Background: an optimization exercise with open tools, aiming at small area. Do not read the settings as production practice. The RTL was checked by simulation tests, not by an equivalence proof against the original design. No activity file was given, so power comes from the tool's default toggle rates.

## flow/design.v (module list and top-level ports; edited modules follow where they fit)
// module cic_bank: 4745 lines
module cic_bank (
    input  wire        clk,
    input  wire        rst,           
    input  wire        in_valid,
    input  wire [15:0] in_bits,       
    output wire        out_valid,
    output wire [3:0]  out_chan,
    output wire [27:0] out_data       
);
  // ...
==> flow/run.sh <==
#!/bin/bash
# synth_recipe.tcl (not shown) runs the flow's synth.tcl, then flattens the netlist and writes it again
# the make line also repeats each setting of config.mk as NAME=value (left out here)
make -C /OpenROAD-flow-scripts/flow DESIGN_CONFIG=/design/flow/config.mk WORK_HOME=/design/flow/orfs CLKGATE_MAP_FILE= SYNTH_SCRIPT=/design/flow/synth_recipe.tcl finish
==> flow/config.mk <==
export PLATFORM = sky130hd
export DESIGN_NAME = cic_bank
export DESIGN_NICKNAME = cic_bank
export VERILOG_FILES = /design/flow/design.v
export SDC_FILE = /design/flow/constraint.sdc
export NUM_CORES = 4
export LEC_CHECK = 0
export CAP_MARGIN = 20
export CORE_MARGIN = 2
export CORE_UTILIZATION = 60
export CTS_CLUSTER_DIAMETER = 80
export CTS_CLUSTER_SIZE = 25
export SLEW_MARGIN = 20
==> flow/constraint.sdc <==
create_clock -name core_clock -period 20.0 [get_ports {clk}]
set_input_delay 4.0000 -clock core_clock [delete_from_list [all_inputs] [get_ports {clk}]]
set_output_delay 4.0000 -clock core_clock [all_outputs]
set_load 0.01 [all_outputs]
==> implementation parameters, run 1 <==
Parameter                              Value

Layout
  Most frequent standard cell in the layout excluding fill and tap cells    dfxtp_1
  Share of the final layout cell area in multi-input gates    0.513
  Area of the multi-input gates    44700 um2
  Buffering overhead    0.0150

Clocking
  Post-CTS setup buffer count    0
  Clock transition at path regs    0.09 ns
  Number of H-tree branching levels    3

STA
  Final hold vios    0
  Headroom to the max-slew limit    0.254
  Worst hold-check slack    0.404 ns

Synthesis
  Synthesized net count    8840
  Number of instances in the synthesized netlist    7491
  Synth top area cells    dfxtp_1 (42%), fa_1 (23%), a22o_1 (9.3%), ha_1 (5.8%), nand2_1 (5.4%)
  Biggest area consumer among synthesized cells    dfxtp_1

Min path
  Min-delay src    r15_0[7]

Pwr
  Power in sequential cells    0.00571 W
  Internal Pwr Total    0.00764 W
  Power Dens Cells    129 nW/um2
  Design Power    0.0112 W
  Leak Pwr    35.4 nW

Floorplanning
  I/O pins    52
  Number of tap cells added at floorplan    1794
  Floorplan Core Area    137000 um2
  Full die area    141000 um2

Routing
  Via/cell ratio    5.93
  First-pass iteration count of the detailed router    7
  Remaining number of nets flagged by the antenna check after routing    0
  DR vias    53236
  Met3 routed wirelength    7.60 mm
  WL met1    87.6 mm

Status
  Run status    complete, no violations

GRT
  Maximum number of pins on one net before global-route repair    239
  First-pass GRT wire length    316 mm

Worst setup path
  Crit path max-delay family    adder cells
  Launch point of the worst reg-to-reg path    nmv
  Critical path startpoint    in_valid

Place
  Number of port buffers    50
==> run 2: changes to the inputs <==
--- a/flow/config.mk
+++ b/flow/config.mk
@@ -8,5 +8,5 @@
 export CAP_MARGIN = 20
 export CORE_MARGIN = 2
-export CORE_UTILIZATION = 60
+export CORE_UTILIZATION = 70
 export CTS_CLUSTER_DIAMETER = 80
 export CTS_CLUSTER_SIZE = 25
==> run 2 against run 1 <==
Still clean on timing, DRC and antenna. Maximum frequency grew 0.17%. Area after synthesis is the same. Sequential share of layout area grew 0.47 points. Clock skew shrank 0.0085 ns. Hold slack gained 0.0077 ns. Design area shrank 1.2%. Global-route usage grew 3.9 points. Worst setup slack gained 0.022 ns. Critical path type unchanged.
==> implementation parameters, run 2 <==
Parameter                              Value

Floorplanning
  Cell Rows    126
  Floorplan Core Area    118000 um2 (-14%)
  Die extent in y    348 um
  Full die area    121000 um2 (-14%)
  Width of the die    348 um
  I/O pins    52 (unchanged)
  Effective utilization at floorplan    0.704

Synthesis
  Leading post-synthesis cells by instance count    dfxtp_1 (1725), nand2_1 (1186), fa_1 (944), a22o_1 (883), clkbuf_1 (461)
  Number of register bits inferred by synthesis    1725
  Largest family of logic cells by synthesized area    adder cells
  Cell with the most instances after synthesis    dfxtp_1
  Per-instance average area after synthesis    11.1 um2
  Biggest area consumer among synthesized cells    dfxtp_1
  Yosys cell types    78
  Sequential cell area fraction in the yosys report    0.417
  Asr flop ratio synth    0
  Synth warnings    1
  Fraction of synthesized cell area taken by the top area cell type    0.417
  Post-synthesis mux area share    0.000498
  Number of instances in the synthesized netlist    7491 (unchanged)
  Simple-gate portion of the synthesized area    0.0986
  Synthesized net count    8840 (unchanged)
  Most common flop cell mapped by yosys    dfxtp_1
  Cell area after synthesis    82900 um2
  Adder and majority cell fraction of the synthesized area    0.286
  Number of flops mapped to enable cells by yosys    0
  Post-synthesis share of cell area spent on xor and xnor gates    0.00844
  Synth top area cells    dfxtp_1 (42%), fa_1 (23%), a22o_1 (9.3%), ha_1 (5.8%), nand2_1 (5.4%)
  Share of the synthesized area in compound gates (AO/OA/AOI/OAI)    0.145

STA
  Final worst-path cycle share    0.667
  Fmax    75.0 MHz
  Final hold vios    0 (unchanged)
  Post-layout min period    13.33 ns
  Slew @ Worst Pin    1.27 ns
  Headroom to the max-slew limit    0.153 (-0.101)
  Number of pins exceeding their max-slew limit in the final report    0
  Fin Clk Skew    0.0344 ns
  RSZ-0062 raised after global routing    false
  Setup-violating endpoint count in the final report    0
  Final sum of negative setup slack    0 ns

Status
  Run status    complete, no violations

GRT
  Total grt overflow    0
  Global Route met1 Usage    0.440
  Overall routing resource usage    0.322
  GR met2 Demand/Resource    0.547
  Met3 usage    0.0358
  Maximum number of pins on one net before global-route repair    222 (-7.1%)
  First-pass GRT wire length    309 mm (-2.2%)
  Via count of the first global-routing pass    56752
  Initial antenna violation count    2
  Most congested layer reported by global routing    met2

Pwr
  Fraction of power spent switching nets    0.317
  IR Drop Worst-Case VDD    83.4 uV
  Switching pwr    0.00350 W
  Fraction of power consumed by sequential logic    0.519
  Power Dens Cells    128 nW/um2 (-0.46%)
  Part of the power in the clock network    0.178
  Internal Pwr Total    0.00754 W (-1.3%)
  Part of the power in combinational logic    0.303
  Leak Pwr    35.1 nW (-1.1%)

Layout
  Most frequent standard cell in the layout excluding fill and tap cells    dfxtp_1
  Commonest cells after routing, fill and taps aside    dfxtp_1 (1716), nand2_1 (1186), fa_1 (944)
  Proportion of layout cells with a drive suffix above 1    0.0658
  Area of the multi-input gates    44700 um2 (about the same)
  Post-layout net count    8438
  Antenna diode instance count    0
  Filler cells    8417
  Utilization after layout    0.731
  Synth-to-Final Area Change    3.84%
  FF/Latch Area    34600 um2

Clocking
  PostCTS Resize Cnt    0
  Insertion delay of the later-clocked pin in the worst-skew pair    0.70 ns
  Post-CTS setup buffer count    0 (unchanged)
  Number of H-tree branching levels    3 (unchanged)
  Buffer levels on the longest clock path    3
  Clock transition at path regs    0.09 ns (about the same)
  CTS hold repair buffers    0
  Cts bufs inserted    83
  Clock tree root driver cell    clkbuf_16
  Clk sink count    1725
  TritonCTS clock tree    done

Worst setup path
  Critical path endpoint category    flip-flop
  Slowest cell on the critical path    buf_4
  Sort of element at the start of the critical path    primary input
  Setup slack of the most critical reg-to-reg path    9.81 ns
  Maximum fanout along the worst path    83
  Worst path required time    20.63 ns
  Highest cell delay on the worst timing path    0.67 ns
  WS Path Type    in -> reg
  Crit path arrival time    13.96 ns
  Most numerous cell on the critical path    fa_1

Place
  HPWL reported at the end of detailed placement    130 mm
  Number of port buffers    50 (unchanged)
  Placer congestion estimate    0.974

Routing
  Total wire length    191 mm
  Via/cell ratio    6.24 (+5.1%)
  Remaining number of nets flagged by the antenna check after routing    0 (unchanged)
  DR vias    53973 (+1.4%)
  Starting DRC count in detailed routing    4374
  Mean routed wirelength per cell    22.1 um
  Remaining DRCs    0
  First-pass iteration count of the detailed router    6 (-1)

Min path
  HP Class    reg -> reg

Flow run
  Number of max-cap violations    0
-- run 2: changes by cell type in the layout (fill, tap and decap cells not counted), sizes merged --
cell,previous run,this run
buf,101,81
inv,356,339
clkinv,18,4
clkbuf,104,93
diode,2,0
bufinv,1,2
-- run 2: cells by family (layout without fill, tap and decap cells) --
| family | after synthesis | after routing |
|---|---|---|
| AO/OA/AOI/OAI | 1565 | 1565 |
| other | 1 | 1 |
| multiplexers | 4 | 4 |
| XOR/XNOR | 79 | 79 |
| AND/OR/NAND/NOR | 1840 | 1840 |
| buffers and inverters | 947 | 569 |
| flip-flops | 1725 | 1725 |
| adder cells (fa/ha/maj) | 1330 | 1330 |
-- run 2: metrics by stage --
step           power [W]  instances  setup slack, ns  cell area, um2  hold slack, ns
2_1_floorplan    0.00815       7491             7.16           82900           0.386
4_1_cts           0.0111       8649             6.69           86000           0.419
3_5_place_dp     0.00916       8540             5.95           83600           0.402
5_1_grt           0.0119       8649             6.29           86000           0.440
3_3_place_gp     0.00882       8540             6.00           83600           0.396
6_report          0.0110       8649             6.67           86000           0.412
-- run 2: final cells by class --
class                      instances  area share
clock buffer                      93      0.0259
clock inverter                    16     0.00282
inverter                         330      0.0145
multi-input combinational       4819       0.520
sequential                      1725       0.402
tap                             1536      0.0223
timing repair buffer             130      0.0133
-- run 2: layer usage --
| metal | up-vias | part of all wire |
|---|---|---|
| li1 | 24279 | - |
| met1 | 27772 | 0.42 |
| met2 | 1551 | 0.49 |
| met3 | 371 | 0.055 |
| met4 | 0 | 0.032 |
| met5 | - | 0 |
-- run 2: worst paths after layout --
check                               from        to  cells past startpoint
worst min register to register  r15_0[0]    y11[0]                      1
worst max register to register        mv  r7_2[21]                     28
worst min-delay path            r15_0[0]    y11[0]                      1
worst max-delay path            in_valid  r3_2[21]                     29
-- run 2: power by group through the flow --
stage | Sequential, W | Combinational, W | Clock, W
global route | 0.00587 | 0.00391 | 0.00212
global placement | 0.00572 | 0.00310 | 0
CTS | 0.00570 | 0.00343 | 0.00201
finish | 0.00573 | 0.00335 | 0.00197
floorplan | 0.00549 | 0.00266 | 0
detailed placement | 0.00577 | 0.00339 | 0
-- run 2: worst max-delay path: cells and delay by family --
| kind | cells | cell delay (ns) |
|---|---|---|
| buffers and inverters | 6 | 1.70 |
| and+or+nand+nor | 2 | 0.44 |
| xor gates and xnor gates | 1 | 0.11 |
| adders and majority gates | 20 | 7.61 |
==> run 3: changes to the inputs <==
--- a/flow/config.mk
+++ b/flow/config.mk
@@ -8,5 +8,5 @@
 export CAP_MARGIN = 20
 export CORE_MARGIN = 2
-export CORE_UTILIZATION = 70
+export CORE_UTILIZATION = 80
 export CTS_CLUSTER_DIAMETER = 80
 export CTS_CLUSTER_SIZE = 25
==> run 3 against run 2 <==
Wire length increased by 3.1%. Clock skew increased by 0.013 ns. Design area decreased by 0.64%. Die area decreased by 12%. Final cell count decreased by 2.1%. Via count increased by 2.8%. Combinational power increased by 2%. Hold slack improved by 0.011 ns.
==> implementation parameters, run 3 <==
Parameter                              Value

Synthesis
  Biggest area consumer among synthesized cells    dfxtp_1
  Fraction of synthesized cell area taken by the top area cell type    0.417 (unchanged)
  Asr flop ratio synth    0 (unchanged)
  Number of register bits inferred by synthesis    1725 (unchanged)
  Per-instance average area after synthesis    11.1 um2 (unchanged)
  Number of instances in the synthesized netlist    7491 (unchanged)
  Cell with the most instances after synthesis    dfxtp_1
  Yosys cell types    78 (unchanged)
  Cell area after synthesis    82900 um2 (unchanged)
  Sequential cell area fraction in the yosys report    0.417 (unchanged)
  Synth top area cells    dfxtp_1 (42%), fa_1 (23%), a22o_1 (9.3%), ha_1 (5.8%), nand2_1 (5.4%)
  Leading post-synthesis cells by instance count    dfxtp_1 (1725), nand2_1 (1186), fa_1 (944), a22o_1 (883), clkbuf_1 (461)
  Number of flops mapped to enable cells by yosys    0 (unchanged)
  Synth warnings    1 (unchanged)
  Synthesized net count    8840 (unchanged)
  Most common flop cell mapped by yosys    dfxtp_1

STA
  Final hold vios    0 (unchanged)
  Worst hold-check slack    0.423 ns (+0.0115 ns)
  Setup-violating endpoint count in the final report    0 (unchanged)
  Final sum of negative setup slack    0 ns (unchanged)
  Fin Clk Skew    0.0470 ns (+0.0126 ns)
  Headroom to the max-slew limit    0.158 (+0.00507)
  Fmax    74.6 MHz (-0.60%)
  Slew @ Worst Pin    1.26 ns (-0.00586 ns)
  Post-layout min period    13.41 ns (+0.0808 ns)
  RSZ-0062 raised after global routing    false
  Final worst-path cycle share    0.671 (+0.00404)
  Number of pins exceeding their max-slew limit in the final report    0 (unchanged)
  Fin worst setup slack    6.59 ns (-0.0808 ns)

Worst setup path
  Worst Path Buf+Inv    5 (-1)
  Crit path arrival time    14.02 ns (+0.06 ns)
  Sort of element at the start of the critical path    primary input
  Terminus of the critical flop-to-flop path    r3_2[21]
  Crit path max-delay family    adder cells
  Highest cell delay on the worst timing path    0.90 ns (+0.23 ns)
  Critical path startpoint    in_valid
  Slowest cell on the critical path    and2_2
  Stages on worst setup path    27 (-6.9%)
  Worst Setup EP    r4_2[20]
  Launch point of the worst reg-to-reg path    nmv
  WS Path Type    in -> reg
  Count of cells along the worst register-to-register path    26 (-7.1%)
  Setup slack of the most critical reg-to-reg path    10.41 ns (+0.60 ns)
  Critical path endpoint category    flip-flop
  Worst path required time    20.60 ns (-0.03 ns)
  Maximum fanout along the worst path    53 (-36%)
  Most numerous cell on the critical path    fa_1

Floorplanning
  Die extent in y    326 um (-6.4%)
  Cell Rows    118 (-6.3%)
  I/O pins    52 (unchanged)
  Floorplan Core Area    103000 um2 (-12%)
  Full die area    106000 um2 (-12%)
  Width of the die    326 um (-6.4%)
  Effective utilization at floorplan    0.804 (+0.100)

Min path
  Number of cells traversed by the worst hold path    1 (unchanged)
  HP Class    reg -> reg

Place
  Number of port buffers    50 (unchanged)
  Placer congestion estimate    0.901 (-7.4%)
  HPWL reported at the end of detailed placement    133 mm (+2.7%)
  Worst Setup Slack post-DPL    5.87 ns (-0.0738 ns)

GRT
  Total grt overflow    0 (unchanged)
  Global Route met1 Usage    0.499 (+0.0583)
  GR met2 Demand/Resource    0.644 (+0.0970)
  First-pass GRT wire length    318 mm (+2.9%)
  Maximum number of pins on one net before global-route repair    276 (+24%)
  Most congested layer reported by global routing    met2
  Overall routing resource usage    0.379 (+0.0565)
  Initial antenna violation count    1 (-1)
  Via count of the first global-routing pass    59410 (+4.7%)
  Met3 usage    0.0522 (+0.0164)

Clocking
  CTS hold repair buffers    0 (unchanged)
  TritonCTS clock tree    done
  Buffer levels on the longest clock path    3 (unchanged)
  Insertion delay of the later-clocked pin in the worst-skew pair    0.72 ns (+0.02 ns)
  Cts bufs inserted    80 (-3.6%)
  Post-CTS setup buffer count    0 (unchanged)
  Clock transition at path regs    0.10 ns (about the same)
  Clk sink count    1725 (unchanged)
  Clock tree root driver cell    clkbuf_16
  PostCTS Resize Cnt    0 (unchanged)
  Number of H-tree branching levels    3 (unchanged)

Pwr
  Switching pwr    0.00361 W (+3.0%)
  Part of the power in combinational logic    0.309 (+0.006)
  Power Dens Cells    130 nW/um2 (+0.98%)
  IR Drop Worst-Case VDD    115 uV (+37%)
  Fraction of power consumed by sequential logic    0.524 (+0.005)
  Internal Pwr Total    0.00747 W (-0.91%)
  Fraction of power spent switching nets    0.326 (+0.00847)
  Part of the power in the clock network    0.167 (-0.011)
  Leak Pwr    34.9 nW (-0.50%)
  Design Power    0.0111 W (+0.33%)

Routing
  First-pass iteration count of the detailed router    6 (unchanged)
  Via/cell ratio    6.56 (+5.0%)
  Mean routed wirelength per cell    23.2 um (+5.3%)
  Total wire length    197 mm (+3.1%)
  DR vias    55510 (+2.8%)
  Starting DRC count in detailed routing    5235 (+20%)
  Remaining DRCs    0 (unchanged)
  Remaining number of nets flagged by the antenna check after routing    0 (unchanged)

Layout
  Most frequent standard cell in the layout excluding fill and tap cells    dfxtp_1
  Utilization after layout    0.830 (+0.0990)
  Filler cells    5586 (-34%)
  Commonest cells after routing, fill and taps aside    dfxtp_1 (1720), nand2_1 (1186), fa_1 (944)
  Proportion of layout cells with a drive suffix above 1    0.0621 (-0.00372)
  Post-layout net count    8426 (-0.14%)
  Antenna diode instance count    0 (unchanged)
  Synth-to-Final Area Change    3.18%

Status
  Run status    complete, no violations

Flow run
  Number of max-cap violations    0 (unchanged)
[run 3: layer usage]
| layer | vias to the layer above | wire length, um | share of wire |
|---|---|---|---|
| li1 | 24228 | - | - |
| met1 | 28355 | 75700 | 0.38 |
| met2 | 2375 | 97900 | 0.50 |
| met3 | 552 | 15200 | 0.077 |
| met4 | 0 | 7910 | 0.040 |
| met5 | - | 0 | 0 |
[run 3: cells by family after synthesis]
| family | count (synthesis) | share of synthesized area |
|---|---|---|
| DFF | 1725 | 0.417 |
| AOI/OAI and AO/OA | 1565 | 0.145 |
| buffers and inverters | 947 | 0.0445 |
| muxes | 4 | 0.000498 |
| adders and majority gates | 1330 | 0.286 |
| xor gates and xnor gates | 79 | 0.00844 |
| and+or+nand+nor | 1840 | 0.0986 |
| other | 1 | 0.0000453 |
[run 3: per-stage QoR]
step	area, um2	cells
CTS	85500	8468
floorplan	82900	7491
detailed placement	83300	8375
finish	85500	8468
global route	85500	8468
global placement	83300	8375
[run 3: cell type report]
| class | instances | area [um2] | share of cell area |
|---|---|---|---|
| clock inverter | 9 | 131 | 0.00154 |
| multi-input combinational | 4819 | 44700 | 0.523 |
| tap | 1380 | 1730 | 0.0202 |
| inverter | 330 | 1240 | 0.0145 |
| clock buffer | 84 | 2050 | 0.0240 |
| timing repair buffer | 121 | 1090 | 0.0128 |
| sequential | 1725 | 34500 | 0.404 |
[run 3: worst min-delay path by stage]
| stage | start | endpoint | slack [ns] |
|---|---|---|---|
| 2_1_floorplan | r15_0[0] | y11[0] | 0.39 |
| 3_3_place_gp | r15_0[0] | y11[0] | 0.39 |
| 3_5_place_dp | r15_0[8] | y11[8] | 0.40 |
| 4_1_cts | r15_0[8] | y11[8] | 0.42 |
| 5_1_grt | r15_0[3] | y11[3] | 0.44 |
| 6_report | r15_0[8] | y11[8] | 0.42 |
[run 3: power groups by stage]
| stage | clock network, W | registers [W] | logic (W) |
|---|---|---|---|
| floorplan | 0 | 0.00549 | 0.00266 |
| global placement | 0 | 0.00572 | 0.00305 |
| global route | 0.00197 | 0.00593 | 0.00395 |
| finish | 0.00185 | 0.00581 | 0.00342 |
| CTS | 0.00186 | 0.00576 | 0.00348 |
| detailed placement | 0 | 0.00581 | 0.00342 |

## static timing again, ports no longer ideal
How much do the figures lean on ideal ports? The routed layouts below were timed once more, with nothing changed but the port constraints. Step 1 assumes that a clkbuf_16 drives the clock port and a buf_2 every other input. Step 2 also shifts input and output timing later by t, the mid clock arrival at the registers, as if the neighbouring blocks saw the same clock. a / b / c = no drivers / after step 1 / after step 2; a / b = the first two.
run | shift t [ns] | slack for setup (ns) | hold slack, ns | worst setup path at the end
run 1 | 0.798 | 6.648 / 6.706 / 5.908 | 0.404 / 0.404 / 0.404 | input to register
run 2 | 0.768 | 6.670 / 6.727 / 5.960 | 0.412 / 0.412 / 0.412 | input to register
run 3 | 0.768 | 6.589 / 6.642 / 5.874 | 0.423 / 0.423 / 0.423 | input to register
After both steps every run listed still meets setup and hold. The setup slack of run 1, which loses most, moves by +0.058 ns with the drivers and by -0.740 ns with both steps.
